This is an optimization exercise on Yosys and OpenROAD, whose aim is small area, not a production implementation. RTL that was checked went through simulation tests only; none was proved equivalent to the original. Power figures rest on the tool's default switching activity, not on a simulated workload.

run A:
Design ce_alu, start of the top module:
module ce_alu (
    input  wire        clk,
    input  wire        rst,         
    input  wire        in_valid,
    output wire        in_ready,
    input  wire [7:0]  op,
    input  wire [1:0]  sz,          
    input  wire [31:0] a,           
    input  wire [31:0] b,           
    input  wire [31:0] c,           
    input  wire [4:0]  flags_in,    
    output reg         out_valid,
    output wire [31:0] result,
    output reg  [4:0]  flags_out,
    output reg         wr_d,
    output reg  [1:0]  exc          
);
export LEC_CHECK = 0
export CAP_MARGIN = 5
export CORE_MARGIN = 2
export CORE_UTILIZATION = 35
export GPL_TIMING_DRIVEN = 0
export SLEW_MARGIN = 5
create_clock -name core_clock -period 10.0 [get_ports {clk}]
standard.sh (not shown) runs the stock make flow with config.mk's settings and CLKGATE_MAP_FILE= SYNTH_SCRIPT=/design/flow/synth_recipe.tcl, a recipe that flattens the netlist after the stock synthesis.
==> flow/flow/run.sh <==
#!/bin/bash
# Layout flow: the standard ORFS layout (standard.sh's make targets and
# settings), with two changes that only affect cell area:
#  1. synthesis maps the logic with an area-oriented ABC script
#     (flow/abc_area.script) instead of ORFS's delay-oriented one; everything
#     else in synthesis (front end, flop mapping, flattening, renaming) is
#     ORFS's and the standard flow's synthesis unchanged, so the registers keep the
#     standard synthesis's names and cell types;
#  2. the port buffers that placement inserts on every input and output are
#     sky130_fd_sc_hd__buf_1 instead of the resizer's default pick;
#  3. clock tree synthesis builds the tree from sky130_fd_sc_hd__clkbuf_8
#     and adds no dummy loads.
# Each tool's output goes to a log file of its own in this folder.
set -euo pipefail
W=$(pwd)
ABC_SCRIPT=${ABC_SCRIPT_FILE:-$W/flow/abc_area.script}
PORT_BUF=${PORT_BUF_CELL:-sky130_fd_sc_hd__buf_1}

# ORFS's synth.tcl with only the ABC script replaced
sed "s#^source \$::env(SCRIPTS_DIR)/synth_preamble.tcl\$#source \$::env(SCRIPTS_DIR)/synth_preamble.tcl\nset abc_args [lreplace \$abc_args 1 1 $ABC_SCRIPT]#" \
    "$FLOW_HOME/scripts/synth.tcl" > "$W/synth_area_core.tcl"
grep -q "lreplace" "$W/synth_area_core.tcl"
# The standard flow's synthesis wrapper, sourcing the copy above
sed "s#\$::env(SCRIPTS_DIR)/synth.tcl#$W/synth_area_core.tcl#" synth_recipe.tcl > "$W/synth_area.tcl"
grep -q "synth_area_core" "$W/synth_area.tcl"
# The standard flow's config plus the port buffer choice
cp config.mk "$W/config_area.mk"
echo "export BUFFER_PORTS_ARGS = -buffer_cell $PORT_BUF" >> "$W/config_area.mk"
echo "export CTS_ARGS = -sink_clustering_enable -repair_clock_nets -buf_list ${CTS_BUF:-sky130_fd_sc_hd__clkbuf_8} -dont_use_dummy_load" >> "$W/config_area.mk"
# standard.sh with that synthesis script and config
sed -e "s#SYNTH_SCRIPT=[^ ]*#SYNTH_SCRIPT=$W/synth_area.tcl#" \
    -e "s#DESIGN_CONFIG=[^ ]*#DESIGN_CONFIG=$W/config_area.mk#" standard.sh > "$W/standard_area.sh"
grep -q "config_area.mk" "$W/standard_area.sh"

bash "$W/standard_area.sh" synth > "$W/synth.log" 2>&1
bash "$W/standard_area.sh" > "$W/layout.log" 2>&1
test -f out/final.def
==> flow/flow/abc_area.script <==
strash
&get -n
&fraig -x
&put
scorr
dc2
dretime
strash
&get -n
&dch -f
&nf
&put
topo
stime -c
upsize -c
dnsize -c
Run A completed; timing, DRC and antenna clean
diff inputs: run A => run B
--- a/flow/design.v
+++ b/flow/design.v
@@ -98,30 +98,27 @@
     reg        wq;               
     wire [31:0] Rsh = {R[30:0], d};
     wire [31:0] X;
     assign X[31:16] = (xhi == 2'd1) ? R[31:16] : (xhi == 2'd2) ? Rsh[31:16] : 16'd0;
     assign X[15:0]  = (xlo == 2'd1) ? R[15:0]  : (xlo == 2'd2) ? Rsh[15:0]  : 16'd0;
     wire        la1 = l1 | ynomask, la2 = l2 | ynomask;
     wire [31:0] lsa = {{16{ysa & la2}}, {8{ysa & la1}}, {8{ysa}}};
     wire [31:0] lsb = {{16{ysb & la2}}, {8{ysb & la1}}, {8{ysb}}};
     wire [31:0] lsc = {{16{ysc & la2}}, {8{ysc & la1}}, {8{ysc}}};
-    wire        crc_fb = R[0] ^ W[31];
-    wire [31:0] poly   = is_crcc ? 32'h82F6_3B78 : 32'hEDB8_8320;
-    wire [31:0] pterm  = {poly[30:0], 1'b0} & {32{crc_en & crc_fb}};
-    wire [31:0] ysrc  = (lsa & a) | (lsb & b) | (lsc & c) | pterm;
+    wire [31:0] ysrc  = (lsa & a) | (lsb & b) | (lsc & c);
     wire [31:0] Yr    = ysrc ^ {32{yinv}};
     wire [31:0] Y     = {Yr[31:17], la2 ? Yr[16] : yfv, Yr[15:9], la1 ? Yr[8] : yfv, Yr[7:0]};
     reg  [32:0] sum;
     reg  [31:0] pg_p, pg_g, pp, gg;
     integer bi, bj;
     always @* begin
         pg_p = X ^ Y;
-        pg_g = X & Y & {32{~crc_en}};
+        pg_g = X & Y;
         pp = pg_p;
         gg = pg_g;
         gg[0] = gg[0] | (pp[0] & ycin);
         for (bi = 1; bi <= 5; bi = bi + 1)
             for (bj = (1 << bi) - 1; bj < 32; bj = bj + (1 << bi)) begin
                 gg[bj] = gg[bj] | (pp[bj] & gg[bj - (1 << (bi - 1))]);
                 pp[bj] = pp[bj] & pp[bj - (1 << (bi - 1))];
             end
         for (bi = 5; bi > 0; bi = bi - 1)
@@ -131,26 +128,29 @@
             end
         sum[0] = pg_p[0] ^ ycin;
         for (bi = 1; bi < 32; bi = bi + 1)
             sum[bi] = pg_p[bi] ^ gg[bi - 1];
         sum[32] = gg[31];
     end
     wire        c32 = sum[32];
     wire [32:0] S   = {c32 ^ yinv, sum[31:0]};
     reg  [31:0] Bv;
+    wire crc_fb = R[0] ^ W[31];
+    wire [31:0] poly = is_crcc ? 32'h82F6_3B78 : 32'hEDB8_8320;
     always @* begin
         Bv = S[32:1];
         if (rins_en) begin
             if (s8)  Bv[7]  = rins;
             if (s16) Bv[15] = rins;
             if (s32) Bv[31] = rins;
         end
         if (top_en) Bv[31] = top_v;
+        if (crc_en) Bv = Bv ^ (poly & {32{crc_fb}});
     end
     wire dv_sub  = ~seen;
     wire bneg_s  = div_sgn & b_neg;
     wire rs_new  = s8 ? S[8] : s16 ? S[16] : (R[31] ^ dv_sub ^ c32);
     reg [4:0] nstate;
     reg       cnt_clr;
     reg [4:0] F_n;
     reg       last;              
     reg       exc_set1;
@@ -269,20 +269,19 @@
                     nstate = is_mul ? S_MULT : S_DSTEP;
                 end
             end
             S_LOOP: begin
                 rsel = 2'd2; top_en = 1'b1; top_v = loop_f;
                 seen_n = seen | lg_r;
                 if (cnt == 5'd31) nstate = S_FLAGS;
             end
             S_CRC: begin
-                rsel = 2'd2; crc_en = 1'b1; top_en = 1'b1; top_v = crc_fb;
-                ynomask = 1'b1;
+                rsel = 2'd2; crc_en = 1'b1;
                 if (lastn) nstate = S_FLAGS;
             end
             S_SHIFT: begin
                 if (eqk) begin
                     cnt_clr = 1'b1;
                     nstate = S_LOOP;       
                 end else if (sh_left) begin
                     xhi = 2'd2; xlo = 2'd2; d = is_rol & r_top;
                     F_n[FC] = r_top;
==> notes.md <==
Looking at xor and xnor area share after synthesis across run B and run A, the one that comes out lower is run A. For data arrival time at the worst-slack endpoint, run A and run B come out practically identical. For run A, the timing startpoint of the critical path was op[0], unlike run B, where it was op[1]. In the reports for run B and run A, the larger combined area of the multi-input logic cells belongs to run A. Run B ends up with a non-clock buffer count that is 7 lower than in run A. Re via count of the first global-routing pass: run B and run A aren't equal, and the higher value belongs to run B. Combinational power, run B vs run A: up by a few percent. Final core utilization in run B is 1.5 points lower than in run A. Going from run A to run B, proportion of final cell area spent on non-clock buffers lost 0.44 points; average routed wire per standard cell now smaller; global placement routability congestion has decreased.
Function not checked in run B: the RTL went through the layout flow alone.

[static timing again, ports no longer ideal]
The flow's constraints put no driver on any port. The routed layouts listed below were extracted and timed again, unchanged, in two steps.
Step 1 sets driving cells, clkbuf_16 on the clock port and buf_2 on the other inputs (assumed; they add their load-dependent delay and slew).
Step 2 moves the port delays by t, midway between the first and last clock arrival at a register: inputs arrive t later, outputs are due t later. That takes back most of the time a late clock gives input paths.
Slacks: ideal ports / drivers / drivers and shift; pairs: ideal ports / drivers.
run | t (ns) | setup WS [ns] | hold slack, ns | clock arrival spread, ns | slew at the worst register clock pin (ns)
run A | 0.400 | 0.578 / 0.595 / 0.194 | 0.319 / 0.319 / 0.319 | 0.021 / 0.021 | 0.09 / 0.09
run B | 0.414 | 0.601 / 0.609 / 0.195 | 0.314 / 0.314 / 0.314 | 0.028 / 0.028 | 0.10 / 0.10
After both steps every run listed still meets setup and hold. For run B, which loses most, drivers alone change the setup slack by +0.008 ns; drivers and shift together by -0.406 ns.
